This design comes from an exercise in tuning for small area, a short achievable clock period and few clock cycles on the open sky130 flow, not from production work. In this exercise RTL edits were held to simulation tests only and were not proved equivalent to the original. Power and IR drop assume default switching activity.

===== design/flow/run.sh =====
#!/bin/bash
# synth_recipe.tcl (not shown) runs the flow's synth.tcl, then flattens the netlist and writes it again
# the make line also repeats each setting of config.mk as NAME=value (left out here)
make -C /OpenROAD-flow-scripts/flow DESIGN_CONFIG=/design/flow/config.mk WORK_HOME=/design/flow/orfs CLKGATE_MAP_FILE= SYNTH_SCRIPT=/design/flow/synth_recipe.tcl finish

===== design/flow/config.mk =====
export PLATFORM = sky130hd
export DESIGN_NAME = real48_divsqrt
export DESIGN_NICKNAME = real48_divsqrt
export VERILOG_FILES = /design/flow/design.v
export SDC_FILE = /design/flow/constraint.sdc
export NUM_CORES = 4
export LEC_CHECK = 0
export CAP_MARGIN = 20
export CORE_MARGIN = 2
export CORE_UTILIZATION = 40
export SLEW_MARGIN = 20

===== design/flow/design.v =====
module r48_round (
    input  wire               sign,
    input  wire signed [13:0] exp,      
    input  wire        [36:0] mant,     
    input  wire               guard,
    input  wire               sticky,
    output reg         [47:0] result,
    output reg                ovf
);
    wire        round_up = guard & (sticky | mant[0]);
    wire [37:0] sum      = {1'b0, mant} + {37'd0, round_up};
    wire signed [13:0] exp_r = sum[37] ? exp + 14'sd1 : exp;
    wire [35:0] frac     = sum[37] ? 36'd0 : sum[35:0];
    wire signed [13:0] biased = exp_r + 14'sd1023;
    always @* begin
        ovf = 1'b0;
        if (exp_r < -14'sd1022) begin
            result = {sign, 47'd0};
        end else if (exp_r > 14'sd1023) begin
            result = {sign, 11'h7FF, 36'd0};
            ovf    = 1'b1;
        end else begin
            result = {sign, biased[10:0], frac};
        end
    end
endmodule
module r48_div_core (
    input  wire        clk,
    input  wire        start,
    input  wire [36:0] ma,
    input  wire [36:0] mb,
    output wire        busy,
    output reg  [38:0] q,
    output wire        rem_nz
);
    reg [37:0] rem;
    reg [36:0] div;
    reg [5:0]  count;
    wire [38:0] trial = {rem, 1'b0};
    wire        fits  = trial >= {2'b00, div};
    always @(posedge clk) begin
        if (start) begin
            div   <= mb;
            q     <= {38'd0, ma >= mb};
            rem   <= (ma >= mb) ? {1'b0, ma - mb} : {1'b0, ma};
            count <= 6'd38;
        end else if (count != 6'd0) begin
            rem   <= fits ? trial[37:0] - {1'b0, div} : trial[37:0];
            q     <= {q[37:0], fits};
            count <= count - 6'd1;
        end
    end
    assign busy   = (count != 6'd0);
    assign rem_nz = (rem != 38'd0);
endmodule
module r48_sqrt_core (
    input  wire        clk,
    input  wire        start,
    input  wire [75:0] x,
    output wire        busy,
    output reg  [37:0] root,
    output wire        rem_nz
);
    reg [75:0] rad;
    reg [39:0] rem;
    reg [5:0]  count;
    wire [41:0] r2    = {rem, rad[75:74]};
    wire [41:0] trial = {2'b00, root, 2'b01};
    wire        fits  = r2 >= trial;
    always @(posedge clk) begin
        if (start) begin
            rad   <= x;
            rem   <= 40'd0;
            root  <= 38'd0;
            count <= 6'd38;
        end else if (count != 6'd0) begin
            rad   <= {rad[73:0], 2'b00};
            rem   <= fits ? (r2 - trial) : r2[39:0];
            root  <= {root[36:0], fits};
            count <= count - 6'd1;
        end
    end
    assign busy   = (count != 6'd0);
    assign rem_nz = (rem != 40'd0);
endmodule
module real48_divsqrt (
    input  wire        clk,
    input  wire        rst,
    input  wire        in_valid,
    output wire        in_ready,
    input  wire        in_op,        
    input  wire [47:0] in_a,
    input  wire [47:0] in_b,
    output reg         out_valid,
    output reg  [47:0] out_result,
    output reg         out_ovf,
    output reg         out_finv,
    output reg         out_fdz
);
    localparam S_IDLE = 2'd0, S_START = 2'd1, S_BUSY = 2'd2;
    localparam [47:0] NAN = 48'h7FF8_0000_0000;
    reg [1:0] state;
    assign in_ready = (state == S_IDLE);
    wire accept = in_valid && in_ready;
    wire        sa = in_a[47];
    wire        sb = in_b[47];
    wire [10:0] ea = in_a[46:36];
    wire [10:0] eb = in_b[46:36];
    wire        a_nan  = (ea == 11'h7FF) && (in_a[35:0] != 36'd0);
    wire        b_nan  = (eb == 11'h7FF) && (in_b[35:0] != 36'd0);
    wire        a_inf  = (ea == 11'h7FF) && (in_a[35:0] == 36'd0);
    wire        b_inf  = (eb == 11'h7FF) && (in_b[35:0] == 36'd0);
    wire        a_zero = (ea == 11'd0);
    wire        b_zero = (eb == 11'd0);
    wire        sq     = sa ^ sb;
    reg         spec;
    reg  [47:0] spec_res;
    reg         spec_finv, spec_fdz;
    always @* begin
        spec      = 1'b1;
        spec_res  = 48'd0;
        spec_finv = 1'b0;
        spec_fdz  = 1'b0;
        if (!in_op) begin
            if (a_nan || b_nan || (a_zero && b_zero) || (a_inf && b_inf)) begin
                spec_res = NAN; spec_finv = 1'b1;
            end else if (a_inf)  spec_res = {sq, 11'h7FF, 36'd0};
            else if (b_inf)      spec_res = {sq, 47'd0};
            else if (b_zero) begin
                spec_res = {sq, 11'h7FF, 36'd0}; spec_fdz = 1'b1;
            end else if (a_zero) spec_res = {sq, 47'd0};
            else                 spec = 1'b0;
        end else begin
            if (a_nan || (sa && !a_zero)) begin
                spec_res = NAN; spec_finv = 1'b1;
            end else if (a_zero) spec_res = {sa, 47'd0};
            else if (a_inf)      spec_res = {1'b0, 11'h7FF, 36'd0};
            else                 spec = 1'b0;
        end
    end
    reg        op_q;
    reg        sign_q;
    reg signed [13:0] exp_q;
    reg [36:0] ma_q, mb_q;
    reg [75:0] rad_q;
    wire signed [13:0] p     = $signed({3'b000, ea}) - 14'sd1059;
    wire signed [13:0] p_ev  = p - {13'd0, p[0]};
    wire [36:0]        m_a   = {1'b1, in_a[35:0]};
    wire [36:0]        m_b   = {1'b1, in_b[35:0]};
    wire        div_busy, sqrt_busy, div_rem_nz, sqrt_rem_nz;
    wire [38:0] q;
    wire [37:0] root;
    r48_div_core u_div (
        .clk(clk), .start(state == S_START && !op_q),
        .ma(ma_q), .mb(mb_q),
        .busy(div_busy), .q(q), .rem_nz(div_rem_nz)
    );
    r48_sqrt_core u_sqrt (
        .clk(clk), .start(state == S_START && op_q),
        .x(rad_q),
        .busy(sqrt_busy), .root(root), .rem_nz(sqrt_rem_nz)
    );
    reg         [36:0] r_mant;
    reg                r_guard, r_sticky;
    reg  signed [13:0] r_exp;
    always @* begin
        if (op_q) begin
            r_mant   = root[37:1];
            r_guard  = root[0];
            r_sticky = sqrt_rem_nz;
            r_exp    = exp_q;
        end else if (q[38]) begin
            r_mant   = q[38:2];
            r_guard  = q[1];
            r_sticky = q[0] | div_rem_nz;
            r_exp    = exp_q;
        end else begin
            r_mant   = q[37:1];
            r_guard  = q[0];
            r_sticky = div_rem_nz;
            r_exp    = exp_q - 14'sd1;
        end
    end
    wire [47:0] rnd_res;
    wire        rnd_ovf;
    r48_round u_round (
        .sign(sign_q), .exp(r_exp), .mant(r_mant),
        .guard(r_guard), .sticky(r_sticky),
        .result(rnd_res), .ovf(rnd_ovf)
    );
    always @(posedge clk) begin
        if (rst) begin
            state     <= S_IDLE;
            out_valid <= 1'b0;
        end else begin
            out_valid <= 1'b0;
            case (state)
                S_IDLE: if (accept) begin
                    if (spec) begin
                        out_valid  <= 1'b1;
                        out_result <= spec_res;
                        out_ovf    <= 1'b0;
                        out_finv   <= spec_finv;
                        out_fdz    <= spec_fdz;
                    end else begin
                        state <= S_START;
                    end
                end
                S_START: state <= S_BUSY;
                S_BUSY: if (!(op_q ? sqrt_busy : div_busy)) begin
                    state      <= S_IDLE;
                    out_valid  <= 1'b1;
                    out_result <= rnd_res;
                    out_ovf    <= rnd_ovf;
                    out_finv   <= 1'b0;
                    out_fdz    <= 1'b0;
                end
                default: state <= S_IDLE;
            endcase
        end
        if (accept) begin
            op_q   <= in_op;
            sign_q <= in_op ? 1'b0 : sq;
            exp_q  <= in_op ? 14'sd18 + (p_ev >>> 1)
                            : $signed({3'b000, ea}) - $signed({3'b000, eb});
            ma_q   <= m_a;
            mb_q   <= m_b;
            rad_q  <= p[0] ? {m_a, 39'd0} : {1'b0, m_a, 38'd0};
        end
    end
endmodule

===== design/flow/constraint.sdc =====
create_clock -name core_clock -period 10.0 [get_ports {clk}]
set_input_delay 2.0000 -clock core_clock [delete_from_list [all_inputs] [get_ports {clk}]]
set_output_delay 2.0000 -clock core_clock [all_outputs]
set_load 0.01 [all_outputs]

==> impl_metrics.json <==
{
  "drt_iter0_markers": 1718,
  "io_buffers": 152,
  "cts.sinks": 420,
  "max_freq_mhz": 167,
  "finClkSkew_ns": 0.0828,
  "hold_class": "reg -> reg",
  "grt_first_pass_wirelength_mm": 116,
  "n_antenna_cell": 0,
  "min_period_ns": 5.98,
  "power_density_nw_per_um2": 301,
  "r2r_cells": 12,
  "maxCapViolations": 0,
  "hold_path_depth": 0,
  "synth_flop_cell": "edfxtp_1",
  "grtUsageMet1_pct": 29.8,
  "cts_buffers": 47,
  "hold_end": "u_div.div[16]",
  "leakage_nw": 11.6,
  "syn-num-nets": 3153,
  "start_kind": "flop",
  "initial_utilization_pct": 40.4,
  "timing.slew.headroom_pct": 24.4,
  "netlist_instances": 2916,
  "fillCellCount": 6171,
  "grt_pass1_vias": 21000,
  "top_usage_layer": "met2",
  "critPathMaxFanout": 50,
  "grt_util_all_layers_pct": 21.2,
  "synth_edf_count": 289,
  "grt_overflow": 0,
  "crit_required_ns": 10.26,
  "max_stage_delay_ns": 0.71,
  "use_met2_pct": 34.8,
  "hold_viol_final": 0,
  "grt_use_met3_pct": 2.50,
  "setup_tns_ns": 0,
  "first_pass_iters": 5,
  "crit_arrival_ns": 6.24,
  "synth_seq_area_share_pct": 42.5,
  "core_um2": 65700,
  "utilization_pct": 46.0,
  "place_congestion": 0.865,
  "wl_per_cell_um": 18.8,
  "cts_tree": "built",
  "finalNetCount": 3251,
  "finalMaxSlewViolations": 0,
  "setup_viol": 0,
  "syn_area_per_cell_um2": 9.11,
  "tightest_slew_ns": 1.12,
  "ios": 153,
  "die_h_um": 262,
  "via_count": 21900,
  "grt_max_degree": 81,
  "rsz0062_at_grt": "false",
  "area_delta_synth_final_pct": 13.9,
  "worstPathCellList": "buf_4 -> mux2i_1 -> or4_4 -> nor3_4 -> nand4_1 -> or3_1 -> a22oi_2 -> and4_4 -> o32a_1 -> or3_4 -> buf_4 -> nor2_1",
  "layout-drive-gt1-share_pct": 7.08,
  "vias_per_cell": 5.60,
  "die_w_um": 262,
  "rrSetupSlack_ns": 4.02,
  "clock_latency_ns": 0.64,
  "remaining_drc_errors": 0,
  "fin_crit_sh_pct": 59.8,
  "detail-route-antenna-nets": 0,
  "synth_area_um2": 26600,
  "placementRows": 94,
  "yosysWarnings": 4,
  "cts_buffer_depth": 3,
  "postCtsSetupRepairBufs": 0,
  "crit_type": "reg -> reg",
  "dp_hpwl_mm": 54.6,
  "hp-start": "mb_q[16]",
  "r2r_start": "op_q",
  "ctsHoldBuffers": 0,
  "cpMaxStageDelayCell": "edfxtp_1",
  "post_cts_resized": 0,
  "clk_pin_slew_ns": 0.06,
  "crit_path_end_kind": "flop",
  "die-area_um2": 68500,
  "irDropWorstVdd_uv": 170,
  "htree_levels": 2,
  "ys_async_sr_fraction_pct": 0,
  "drt-total-wl_mm": 73.7,
  "ys_ff_latch": 420,
  "path_common_cell": "buf_4",
  "antenna_found_initial": 0,
  "rr_endpoint": "out_result[2]",
  "outcome": "complete, no violations",
  "root_buffer": "clkbuf_16",
  "synthDistinctLibCells": 99
}
[synthesized netlist by cell type (16+ instances only)]
library cell	n	area (um2)
edfxtp_1	289	8680
dfxtp_1	131	2620
o211ai_1	20	150
nand2_1	478	1790
nor4_1	55	344
clkbuf_1	91	342
nor2_4	30	338
ha_1	134	1680
mux2i_1	53	531
o21a_1	32	240
nor2b_1	31	194
nand3_1	45	225
o21ai_0	149	746
and2_1	17	106
nor2_1	188	706
and3_1	17	106
a21o_1	53	398
a21oi_1	270	1350
xnor2_1	106	928
xor2_1	68	596
nand2b_1	28	175
nand4_1	42	263
mux2_2	44	495
a311oi_1	17	149
nor3_1	56	280
or3_1	23	144
a31oi_1	16	100
a211oi_1	37	278
inv_1	175	657
[metal layers]
layer	wire length, um	vias up	part of all wire (%)
met5	0	-	0
met4	1490	0	2.0
met3	3850	89	5.2
met2	34000	634	46
met1	34300	10600	47
li1	-	10600	-
[layout by cell type (no fill, tap or decap), drive strengths merged, types with 11 or more instances in the layout]
master	count
and2	18
a311oi	17
o31ai	12
nor2	219
or3	23
nor2b	31
o211ai	20
and3	17
clkbuf	62
o21a	32
nand4	43
mux2i	54
nor4	57
mux2	50
a21boi	15
a31oi	16
o21ai	163
xor2	69
clkdlybuf4s50	151
nand2b	28
a211oi	38
edfxtp	289
a21o	53
nand3	46
a21oi	270
inv	176
clkinv	21
nand2	478
nor3	60
nor3b	11
ha	134
o21bai	13
buf	24
dfxtp	131
xnor2	106
[worst max path at each step]
stage,from,endpoint,cells past startpoint
2_1_floorplan,in_a[36],out_fdz,10
3_3_place_gp,op_q,out_result[0],12
3_5_place_dp,op_q,out_result[2],12
4_1_cts,op_q,out_result[2],12
5_1_grt,op_q,out_result[2],12
6_report,op_q,out_result[2],12
[worst max-delay path, delay by kind of cell, from the launching register on]
| kind | cells | cell delay [ns] |
|---|---|---|
| compound gates | 2 | 0.67 |
| mux | 1 | 0.27 |
| simple gates | 7 | 2.56 |
| buf+inv | 2 | 1.26 |
| flops | 1 | 0.71 |
[layout make-up]
cell class | count | area (um2) | share of cell area [%]
multi-input combinational | 2193 | 14000 | 46.2
sequential | 420 | 11300 | 37.4
timing repair buffer | 175 | 1690 | 5.58
clock buffer | 62 | 1250 | 4.14
tap | 864 | 1080 | 3.57
inverter | 177 | 666 | 2.20
clock inverter | 26 | 288 | 0.951
[per-stage QoR]
| stage | hold WS, ns | instances | setup slack, ns | total power, W | instance area (um2) |
|---|---|---|---|---|---|
| global placement | 0.441 | 3829 | 4.41 | 0.00728 | 28700 |
| detailed placement | 0.446 | 3829 | 4.15 | 0.00738 | 28700 |
| finish | 0.459 | 3917 | 4.02 | 0.00911 | 30200 |
| floorplan | 0.426 | 2916 | 2.27 | 0.00632 | 26600 |
| global route | 0.474 | 3917 | 3.71 | 0.00981 | 30200 |
| CTS | 0.455 | 3917 | 4.09 | 0.00913 | 30200 |
[logic make-up (layout without fill, tap and decap cells)]
kind of cell / Yosys count / count (layout) / synth area share (%)
DFF: 420 / 420 / 42.5
xor gates and xnor gates: 175 / 175 / 5.80
AOI/OAI and AO/OA: 710 / 710 / 16.3
adders and majority gates: 137 / 137 / 6.54
muxes: 104 / 104 / 4.20
and+or+nand+nor: 1067 / 1067 / 19.6
buffers and inverters: 303 / 440 / 4.95
[where the power goes]
part	switching, W	leakage [nW]	internal (W)	total (W)
combinational	0.00252	6.92	0.00190	0.00442
clock	0.000745	0.739	0.000973	0.00172
sequential	0.000476	3.95	0.00249	0.00297
total	0.00374	11.6	0.00536	0.00911
[state kept, by name, indices dropped and copies added, names as in the netlist, 13 cells and up]
signal,flops
mb_q,36
ma_q,36
rad_q,38
u_div.rem,38
exp_q,13
u_sqrt.root,38
u_sqrt.rad,38
u_div.q,39
u_div.div,36
u_sqrt.rem,40
out_result,48
Testbench counts, summed over its fixed seeds: cycles 125,328.

-- port drivers added, routing unchanged --
The results above use ideal ports. As a check the final layout listed here was re-extracted and re-timed, cells and wires unchanged. Step 1 sets driving cells, clkbuf_16 on the clock port and buf_2 on the other inputs (assumed; they add their load-dependent delay and slew). Step 2 adds t to the input delays and takes it off the output delays; t is the mean of the earliest and latest rising clock arrival at the registers after step 1. Input paths then give back, and output paths get back, about the clock's delay inside the block. Three values: no drivers, after step 1, after step 2; two values: the first two.
t (ns): 0.658
slack for setup (ns): 4.021 / 4.021 / 4.021
worst register clock-pin slew, ns: 0.07 / 0.07
After both steps this run still meets setup and hold. For this run, drivers alone change the setup slack by 0.000 ns; drivers and shift together by 0.000 ns.
